This is an optimization exercise on Yosys and OpenROAD, whose aim is small area, a short achievable clock period and few clock cycles per item, not a production implementation.

==> flow/design.v (excerpt) <==
module keyhash (
    input  wire        clk,
    input  wire        rst_n,
    input  wire        req_valid,
    output wire        req_ready,
    input  wire [7:0]  req_ns,
    input  wire [7:0]  req_len,      
    input  wire        key_valid,
    output wire        key_ready,
    input  wire [31:0] key_data,
    output reg         res_valid,
    output wire [63:0] res_hash,
    output wire [15:0] res_fp
);
export LEC_CHECK = 0
export ABC_CLOCK_PERIOD_IN_PS = 4500
export CAP_MARGIN = 20
export CORE_MARGIN = 2
export CORE_UTILIZATION = 40
export CTS_CLUSTER_DIAMETER = 100
export CTS_CLUSTER_SIZE = 20
export PLACE_DENSITY = 0.6
export SLEW_MARGIN = 20
create_clock -name core_clock -period 15.0 [get_ports {clk}]
standard.sh (not shown) runs the stock make flow with config.mk's settings and CLKGATE_MAP_FILE= SYNTH_SCRIPT=/design/flow/synth_recipe.tcl, a recipe that flattens the netlist after the stock synthesis.
==> flow/flow/run.sh <==
#!/bin/bash
# The standard layout with three changes in how it is made (the SDC is unchanged):
#  - timing repair aims at a 5 ns period (SETUP_SLACK_MARGIN=10),
#  - the port buffers are buf_1 cells,
#  - after the standard synthesis, fix_inv.py removes inverter pairs that Yosys's
#    full-adder extraction leaves around full adders (registers are not touched).
# Each step's full output goes to a log file of its own in this folder.
set -euo pipefail
ARGS=(SETUP_SLACK_MARGIN=10.5 "BUFFER_PORTS_ARGS=-buffer_cell sky130_fd_sc_hd__buf_1")
RES=orfs/results/sky130hd/keyhash/base
bash standard.sh "${ARGS[@]}" synth > standard_synth.log 2>&1
cp "$RES/1_2_yosys.v" 1_2_yosys.standard.v
python3 flow/fix_inv.py 1_2_yosys.standard.v 1_2_yosys.fixed.v > fix_inv.log 2>&1
cp 1_2_yosys.fixed.v "$RES/1_2_yosys.v"
rm -f "$RES/1_synth.odb" "$RES/1_synth.sdc"
bash standard.sh "${ARGS[@]}" finish > standard_finish.log 2>&1
Other scripts of this flow, unchanged in this note and not shown: flow/flow/fix_inv.py
Then changed:
--- a/flow/design.v
+++ b/flow/design.v
@@ -84,36 +84,39 @@
     reg kr, rr;                           
     assign req_ready = rr;
     assign key_ready = kr;
     wire req_hs = req_valid && rr;
     wire key_hs = key_valid && key_ready;
     assign res_hash = {R[3], R[2]};
     assign res_fp   = R[1][31:16];
     function [31:0] rotr(input [31:0] x, input integer n);
         rotr = (x >> n) | (x << (32 - n));
     endfunction
     reg  [31:0] S1;
     wire [31:0] S0 = rotr(a, 2) ^ rotr(a, 13) ^ rotr(a, 22);
-    wire [31:0] CH = (e & f) ^ (~e & g);
+    reg  [31:0] CH;
     wire [31:0] MJ = (a & b) ^ (a & c) ^ (b & c);
     wire [31:0] t_s  = p ^ S1 ^ CH;
     wire [31:0] t_c  = ((p & S1) | (p & CH) | (S1 & CH)) << 1;
     wire [31:0] x_s  = t_s ^ t_c ^ d;
     wire [31:0] x_c  = ((t_s & t_c) | (t_s & d) | (t_c & d)) << 1;
     wire [31:0] e_n  = x_s + x_c;
     wire [31:0] u_s  = t_s ^ t_c ^ MJ;
     wire [31:0] u_c  = ((t_s & t_c) | (t_s & MJ) | (t_c & MJ)) << 1;
     wire [31:0] v_s  = u_s ^ u_c ^ S0;
     wire [31:0] v_c  = ((u_s & u_c) | (u_s & S0) | (u_c & S0)) << 1;
-    wire [31:0] a_n  = v_s + v_c;
+    wire [16:0] an_lo = {1'b0, v_s[15:0]} + {1'b0, v_c[15:0]};
+    wire [15:0] an_h0 = v_s[31:16] + v_c[31:16];
+    wire [15:0] an_h1 = v_s[31:16] + v_c[31:16] + 16'd1;
+    wire [31:0] a_n  = {an_lo[16] ? an_h1 : an_h0, an_lo[15:0]};
     wire [31:0] w14 = W[14], w1 = W[1];
     wire [31:0] ss1 = rotr(w14, 17) ^ rotr(w14, 19) ^ (w14 >> 10);
     wire [31:0] ss0 = rotr(w1, 7) ^ rotr(w1, 18) ^ (w1 >> 3);
     wire [31:0] wn  = ss1 + W[9] + ss0 + W[0];
     wire [31:0] w_in = rot ? W[0] : (feed ? msg : wn);
     wire [31:0] p_n = g + kreg + W[15];
     reg [31:0] iva, ive;
     always @(*) begin
         case (st)
             2'd0: begin iva = IV3; ive = IV7; end
             2'd1: begin iva = IV2; ive = IV6; end
             2'd2: begin iva = IV1; ive = IV5; end
@@ -128,24 +131,25 @@
     integer i;
     always @(posedge clk) begin
         for (i = 0; i < 15; i = i + 1)
             W[i] <= W[i+1];
         W[15] <= w_in;
         p <= p_n;
         if (run)
             a <= a_n;
         else
             a <= ivld ? iva : ra;
         e  <= e_nx;
         S1 <= rotr(e_nx, 6) ^ rotr(e_nx, 11) ^ rotr(e_nx, 25);
+        CH <= (e_nx & e) ^ (~e_nx & f);
         b <= a; c <= b; d <= c;
         f <= e; g <= f; h <= g;
         R[0] <= R[1];   R[1] <= R[2];   R[2] <= R[3];
         RE[0] <= RE[1]; RE[1] <= RE[2]; RE[2] <= RE[3];
         R[3]  <= stepping ? ra : R[0];
         RE[3] <= stepping ? re : RE[0];
         if (key_hs)
             ir <= key_data;
         if (consume)
             carry <= ir[7:0];
         if (req_hs) begin
             fns <= req_ns;
The changed run completed without violations. Global-route usage barely changes. Worst setup slack improved by 330 ps. Die area is higher by 3.0%. Via count grows by 1.8%. Cell area grows by 1.5%. First-iteration DRC count shrinks by 11%. Non-clock buffer count falls by 36. Sequential share of layout area grows by 0.39 points. Synthesized cell count goes up by 3.1%.
No run of this note included a check of the RTL's function; only the layout flow was run.

-- afterwards: timing with drivers on the ports --
How much do the figures lean on ideal ports? The routed layouts below were timed once more, with nothing changed but the port constraints. Step 1 assumes that a clkbuf_16 drives the clock port and a buf_2 every other input. Step 2 also shifts input and output timing later by t, the mid clock arrival at the registers, as if the neighbouring blocks saw the same clock. Three values: ideal, step 1, step 2; two values: the first two.
| run | t, ns | setup WS [ns] | slew at the worst register clock pin (ns) |
|---|---|---|---|
| the first run | 0.776 | 10.091 / 10.091 / 9.895 | 0.09 / 0.09 |
| the second run | 0.753 | 10.425 / 10.425 / 10.029 | 0.09 / 0.09 |
After both steps every run listed still meets setup and hold. The setup slack of the second run, which loses most, moves by 0.000 ns with the drivers and by -0.396 ns with both steps.
